Background: an optimization exercise with open tools, aiming at small area, a short achievable clock period and few clock cycles. Do not read the settings as production practice.
In this exercise RTL edits were held to simulation tests only and were not proved equivalent to the original.

**run.sh**
```bash
#!/bin/bash
# synth_recipe.tcl (not shown) runs the flow's synth.tcl, then flattens the netlist and writes it again
# the make line also repeats each setting of config.mk as NAME=value (left out here)
make -C /OpenROAD-flow-scripts/flow DESIGN_CONFIG=/design/flow/config.mk WORK_HOME=/design/flow/orfs CLKGATE_MAP_FILE= SYNTH_SCRIPT=/design/flow/synth_recipe.tcl finish
```
**constraint.sdc**
```tcl
create_clock -name core_clock -period 30.0 [get_ports {clk}]
set_input_delay 6.0000 -clock core_clock [delete_from_list [all_inputs] [get_ports {clk}]]
set_output_delay 6.0000 -clock core_clock [all_outputs]
set_load 0.01 [all_outputs]
```
**config.mk**
```make
export PLATFORM = sky130hd
export DESIGN_NAME = prb_decomp
export DESIGN_NICKNAME = prb_decomp
export VERILOG_FILES = /design/flow/design.v
export SDC_FILE = /design/flow/constraint.sdc
export NUM_CORES = 4
export LEC_CHECK = 0
export CAP_MARGIN = 20
export CELL_PAD_IN_SITES_DETAIL_PLACEMENT = 1
export CELL_PAD_IN_SITES_GLOBAL_PLACEMENT = 2
export CORE_MARGIN = 2
export CORE_UTILIZATION = 30
export PLACE_DENSITY = 0.45
export SLEW_MARGIN = 20
```
**design.v**
```verilog
module prb_comp_dec (
    input  wire [3:0]  meth,      
    input  wire [4:0]  w,         
    input  wire [7:0]  par,       
    input  wire [15:0] mc_scale,  
    input  wire        mc_csf,    
    input  wire [15:0] u,         
    output reg  [15:0] y,         
    output reg         sat        
);
    reg signed [17:0] m;
    reg signed [47:0] mx;
    reg signed [26:0] p2;
    reg signed [18:0] c4;
    reg signed [35:0] p4;
    reg signed [47:0] num;
    reg        [3:0]  rsh;
    reg signed [47:0] fl;
    reg signed [47:0] rem;
    reg signed [47:0] half;
    reg signed [47:0] r;
    reg [15:0] big;
    reg [2:0]  seg;
    reg [15:0] st;
    reg signed [47:0] mag;
    always @* begin
        if (u[w - 5'd1]) m = $signed({2'b00, u} - (18'd1 << w));
        else             m = $signed({2'b00, u});
        mx   = {{30{m[17]}}, m};
        p2   = m * $signed({1'b0, par});
        c4   = m * 19'sd2 + $signed({18'd0, mc_csf});
        p4   = c4 * $signed({1'b0, mc_scale});
        num  = 48'sd0;
        rsh  = 4'd0;
        big  = 16'd0;
        seg  = 3'd0;
        st   = 16'd0;
        mag  = 48'sd0;
        case (meth)
            4'd0: num = mx <<< (5'd16 - w);
            4'd1: num = mx <<< par[3:0];
            4'd2: begin
                num = {{21{p2[26]}}, p2};
                if (w <= 5'd9) num = num <<< (5'd9 - w);
                else           rsh = w - 5'd9;
            end
            4'd3: begin
                big = 16'd1 << (w - 5'd4);
                seg = (u >> (w - 5'd4)) & 16'd7;
                st  = u & (big - 16'd1);
                mag = ($signed({32'd0, big + st}) <<< seg) - $signed({32'd0, big});
                if ((u >> (w - 5'd1)) & 16'd1) mag = -mag;
                num = mag <<< par[3:0];
            end
            default: begin
                num = {{12{p4[35]}}, p4};
                rsh = w[3:0];
            end
        endcase
        fl   = num >>> rsh;
        rem  = num - (fl <<< rsh);
        half = (rsh == 4'd0) ? 48'sd0 : (48'sd1 <<< (rsh - 4'd1));
        if (rsh == 4'd0)      r = fl;
        else if (rem > half)  r = fl + 48'sd1;
        else if (rem < half)  r = fl;
        else                  r = fl + {47'd0, fl[0]};
        if (r > 48'sd32767) begin
            y = 16'h7fff; sat = 1'b1;
        end else if (r < -48'sd32768) begin
            y = 16'h8000; sat = 1'b1;
        end else begin
            y = r[15:0]; sat = 1'b0;
        end
    end
endmodule
module prb_decomp (
    input  wire        clk,
    input  wire        rst,           
    input  wire [3:0]  cfg_meth,      
    input  wire [3:0]  cfg_width,     
    input  wire [15:0] cfg_mc_scale,  
    input  wire        cfg_mc_csf,    
    input  wire        in_valid,
    output wire        in_ready,
    input  wire [7:0]  in_data,
    output reg         out_valid,
    input  wire        out_ready,
    output reg  [15:0] out_i,
    output reg  [15:0] out_q,
    output reg  [1:0]  out_sat,       
    output reg         out_bad,       
    output reg         out_last       
);
    localparam MAXB = 48;             
    localparam S_LOAD = 1'b0;
    localparam S_EMIT = 1'b1;
    reg              state;
    reg [MAXB*8-1:0] buf_q;           
    reg [7:0]        par_q;           
    reg [5:0]        cnt;             
    reg [3:0]        meth_q;
    reg [4:0]        w_q;
    reg [15:0]       scale_q;
    reg              csf_q;
    reg [3:0]        re_idx;          
    wire [4:0] in_w     = (cfg_width == 4'd0) ? 5'd16 : {1'b0, cfg_width};
    wire [3:0] cur_meth = (cnt == 6'd0) ? cfg_meth : meth_q;
    wire [4:0] cur_w    = (cnt == 6'd0) ? in_w     : w_q;
    wire       cur_par  = (cur_meth >= 4'd1) && (cur_meth <= 4'd3);
    wire [5:0] cur_b    = 6'd3 * {1'b0, cur_w} + {5'd0, cur_par};
    assign in_ready = (state == S_LOAD);
    wire take = in_valid && in_ready;
    wire has_par = (meth_q >= 4'd1) && (meth_q <= 4'd3);
    reg  fmt_ok;
    always @* begin
        case (meth_q)
            4'd0, 4'd1, 4'd2: fmt_ok = 1'b1;
            4'd3:             fmt_ok = (w_q >= 5'd4);
            4'd4:             fmt_ok = (w_q <= 5'd8);
            default:          fmt_ok = 1'b0;
        endcase
    end
    wire [7:0] par = has_par ? par_q : 8'd0;
    wire [31:0] win   = buf_q[MAXB*8-1 -: 32];
    wire [31:0] win_q = win << w_q;
    wire [15:0] u_i   = win[31:16]   >> (5'd16 - w_q);
    wire [15:0] u_q   = win_q[31:16] >> (5'd16 - w_q);
    wire [5:0] bpos = cnt - {5'd0, (cnt != 6'd0) && has_par};
    wire [15:0] y_i, y_q;
    wire        s_i, s_q;
    prb_comp_dec dec_i (
        .meth(meth_q), .w(w_q), .par(par), .mc_scale(scale_q), .mc_csf(csf_q),
        .u(u_i), .y(y_i), .sat(s_i)
    );
    prb_comp_dec dec_q (
        .meth(meth_q), .w(w_q), .par(par), .mc_scale(scale_q), .mc_csf(csf_q),
        .u(u_q), .y(y_q), .sat(s_q)
    );
    wire out_free = !out_valid || out_ready;
    always @(posedge clk) begin
        if (rst) begin
            state     <= S_LOAD;
            cnt       <= 6'd0;
            out_valid <= 1'b0;
        end else begin
            if (out_valid && out_ready)
                out_valid <= 1'b0;
            case (state)
                S_LOAD: begin
                    if (take) begin
                        if (cnt == 6'd0) begin
                            if (cur_par)
                                par_q <= in_data;
                            else
                                buf_q[MAXB*8-1 -: 8] <= in_data;
                            meth_q  <= cfg_meth;
                            w_q     <= in_w;
                            scale_q <= cfg_mc_scale;
                            csf_q   <= cfg_mc_csf;
                        end else begin
                            buf_q[MAXB*8-1 - {bpos, 3'b000} -: 8] <= in_data;
                        end
                        if (cnt == cur_b - 6'd1) begin
                            cnt    <= 6'd0;
                            state  <= S_EMIT;
                            re_idx <= 4'd0;
                        end else begin
                            cnt <= cnt + 6'd1;
                        end
                    end
                end
                S_EMIT: begin
                    if (out_free) begin
                        out_valid <= 1'b1;
                        out_i     <= fmt_ok ? y_i : 16'd0;
                        out_q     <= fmt_ok ? y_q : 16'd0;
                        out_sat   <= fmt_ok ? {s_i, s_q} : 2'b00;
                        out_bad   <= !fmt_ok;
                        out_last  <= (re_idx == 4'd11);
                        re_idx    <= re_idx + 4'd1;
                        buf_q     <= buf_q << {w_q, 1'b0};
                        if (re_idx == 4'd11)
                            state <= S_LOAD;
                    end
                end
            endcase
        end
    end
endmodule
```
==> results.py <==
metrics = {
    "layout": {
        "fin_nets": 16000,
        "utilization_pct": 32.5,
        "final_cells": 19900,
        "fin_area_um2": 129000,
        "area_growth_pct": 7.92,
        "drive_gt1_share_pct": 9.59,
        "fillCellCount": 47100,
    },
    "worst_setup_path": {
        "r2r_slack_ps": 4130,
        "r2r_cells": 80,
        "critPathArrivalTime_ps": 26400,
        "worst_r2r_endpoint": "out_i[6]",
        "worst_ep_required_time_ps": 30530,
        "cpMostUsedCell": "o21ai_0",
        "cpMaxStageDelayCell": "a2111oi_0",
        "crit_fanout": 42,
        "cp-start-kind": "flop",
        "end_kind": "flop",
        "criticalPathCategory": "reg2reg",
        "max_stage_delay_ps": 830,
        "reg2reg_from": "w_q[2]",
    },
    "detailed_routing": {
        "wl_per_cell_um": 34.1,
        "m1WireLength_um": 281000,
        "wl_met3_um": 33800,
        "route.detailed.drc": 0,
        "vias": 123000,
        "antenna_left": 0,
        "vias_per_cell": 6.16,
        "route.met2.wl_um": 319000,
        "drt_iter0_drc": 11200,
        "drt-total-wl_um": 680000,
        "dr.pass1.iters": 6,
        "highest_layer": "met5",
    },
    "floorplan": {
        "chipHeight_um": 634,
        "start_util_pct": 30.1,
        "boundaryPins": 75,
        "fp.coreArea_um2": 396000,
        "die_width_um": 634,
        "placementRows": 231,
        "die_area_um2": 402000,
    },
    "min_path": {
        "hold_class": "reg2reg",
        "min_to": "cnt[1]",
        "hold_depth": 2,
        "min_from": "cnt[1]",
    },
    "clocking": {
        "clock_sinks": 466,
        "clkTransAtPathRegs_ps": 60,
        "cts_setup_buffers": 0,
        "cts_buffers": 76,
        "h-tree-depth": 3,
        "clock_latency_ps": 850,
        "ctsResizeCount": 0,
        "clk_path_buf_depth": 4,
        "cts_tree": "done",
        "root_buffer": "clkbuf_16",
        "ctsHoldBuffers": 0,
    },
    "yosys": {
        "synth_top_area_cell": "fa_1",
        "synth_ff_type": "edfxtp_1",
        "postSynthCellCount": 15200,
        "synth_top_area_share_pct": 14.2,
        "synthTopCellsByArea": "fa_1 (14%), edfxtp_1 (12%), mux4_2 (8.0%), nand2_1 (6.5%), ha_1 (5.7%)",
        "postSynthAreaPerCell_um2": 7.86,
        "synth.most_common_cell": "nand2_1",
        "syn_area_um2": 119000,
        "ys_seq_area_share_pct": 11.7,
        "synth_edf_count": 458,
        "ys_types": 133,
        "yosys_register_bits": 466,
        "yosys_warnings": 2,
        "async_flop_share_pct": 0,
        "ys_top_cells_by_count": "nand2_1 (2,059), nor2_1 (1,376), inv_1 (1,195)",
    },
    "run_status": {
        "status": "complete, no violations",
    },
    "timing": {
        "max_slew_margin_pct": 9.56,
        "final-hold-violation-count": 0,
        "skew_ps": 101,
        "layout_min_cycle_time_ps": 25870,
        "drv_slew": 0,
        "fmax_mhz": 38.6,
        "rsz0062_at_grt": "false",
        "finalSetupViolCount": 0,
        "worst_slack_ps": 4130,
        "period_share_pct": 86.2,
        "worst_pin_slew_ps": 1350,
        "final.setup.tns_ps": 0,
        "whs_ps": 595,
    },
    "placement": {
        "place_ws_ps": 4500,
        "hpwl_um": 534000,
        "postPlaceCellArea_um2": 126000,
        "io_buffers": 74,
        "place.gp.congestion": 1.00,
        "dp_cells": 19800,
    },
    "grt": {
        "grt_pass1_wl_um": 971000,
        "grt_pass1_vias": 128000,
        "track_usage_pct": 33.1,
        "grt_max_degree": 174,
        "antenna_found_initial": 37,
        "grt_overflow": 0,
    },
    "job": {
        "drv_cap": 0,
    },
}
## registers in the layout (all words and copies together), names as in the netlist, 4 cells and up
register and count:
scale_q 16, cnt 6, out_q 16, re_idx 4, out_i 16, buf_q 384, w_q 5, meth_q 4
par_q 8
## cells by family after synthesis
family,Yosys count,share of synthesized area [%]
AOI/OAI and AO/OA,4037,22.6
other,2,0.00630
buffers and inverters,2333,7.48
DFF,466,11.7
and+or+nand+nor,5396,21.1
muxes,1217,14.8
xor gates and xnor gates,320,2.35
adders and majority gates,1390,19.9
## worst max-delay path, delay by kind of cell, from the launching register on
kind	cells	cell delay [ps]
AOI/OAI and AO/OA	44	13660
muxes	2	930
adders and majority gates	8	3650
buffers and inverters	7	2230
DFF	1	430
and+or+nand+nor	18	4380
xor gates and xnor gates	1	200
## cell usage in the layout (no fill, tap or decap), drive strengths merged, types with 60 or more instances in the layout
master and instances:
xnor2 209, inv 1209, ha 547, and3 88
o31ai 92, o21a 99, a21boi 60, nor3 243
o22ai 139, mux2 123, clkbuf 92, mux4 425
a21o 123, nand2b 69, a221oi 63, or3 85
a211oi 496, fa 843, nor2b 373, a31oi 459
a21oi 950, clkdlybuf4s50 66, nand2 2061, and2 481
nand3 215, edfxtp 458, mux2i 669, o21ai 673
buf 439, nand4 90, nor2 1379, o211ai 154
nor4 93, xor2 111
## layer usage
| metal | global-route usage [%] | vias up |
|---|---|---|
| met2 | 55.3 | 4181 |
| met3 | 3.85 | 1143 |
| met4 | 19.0 | 14 |
| met5 | 0 | - |
| met1 | 41.3 | 63900 |
| li1 | - | 53600 |
## area by class of cell
class | count | area (µm²) | area share, %
diodes | 30 | 75.1 | 0.0584
clock buffers | 91 | 1960 | 1.52
clock inverters | 42 | 499 | 0.388
inverters | 1207 | 4550 | 3.54
multi-input cells | 12400 | 97000 | 75.4
flip-flops and latches | 466 | 13900 | 10.8
well taps | 5242 | 6560 | 5.10
repair buffers | 506 | 4060 | 3.15
## how the worst max path moves through the flow
stage / slack [ps] / end / depth (start not counted) / from
2_1_floorplan: 6760 / out_q[13] / 103 / w_q[0]
3_3_place_gp: 5020 / out_i[9] / 80 / w_q[2]
3_5_place_dp: 4500 / out_q[11] / 80 / w_q[2]
4_1_cts: 4550 / out_q[11] / 79 / w_q[2]
5_1_grt: 2850 / out_q[11] / 81 / w_q[1]
6_report: 4130 / out_i[6] / 80 / w_q[2]
Testbench counts, summed over its fixed seeds: cycles 132,870.

[separate check: timing with driven ports]
The results above use ideal ports. As a check the final layout listed here was re-extracted and re-timed, cells and wires unchanged.
Step 1, drivers: a clkbuf_16 drives clk and a buf_2 each remaining input, both assumed.
Step 2 also shifts input and output timing later by t, the mid clock arrival at the registers, as if the neighbouring blocks saw the same clock.
a / b / c = no drivers / after step 1 / after step 2; a / b = the first two.
t (ns): 0.923
setup WS [ns]: 4.126 / 4.126 / 4.126
worst setup path after step 2: register to register
latest minus earliest clock arrival (ns): 0.122 / 0.122
slew at the worst register clock pin (ns): 0.09 / 0.09
After both steps setup and hold are still met in this run. The setup slack of this run moves by 0.000 ns with the drivers and by 0.000 ns with both steps.
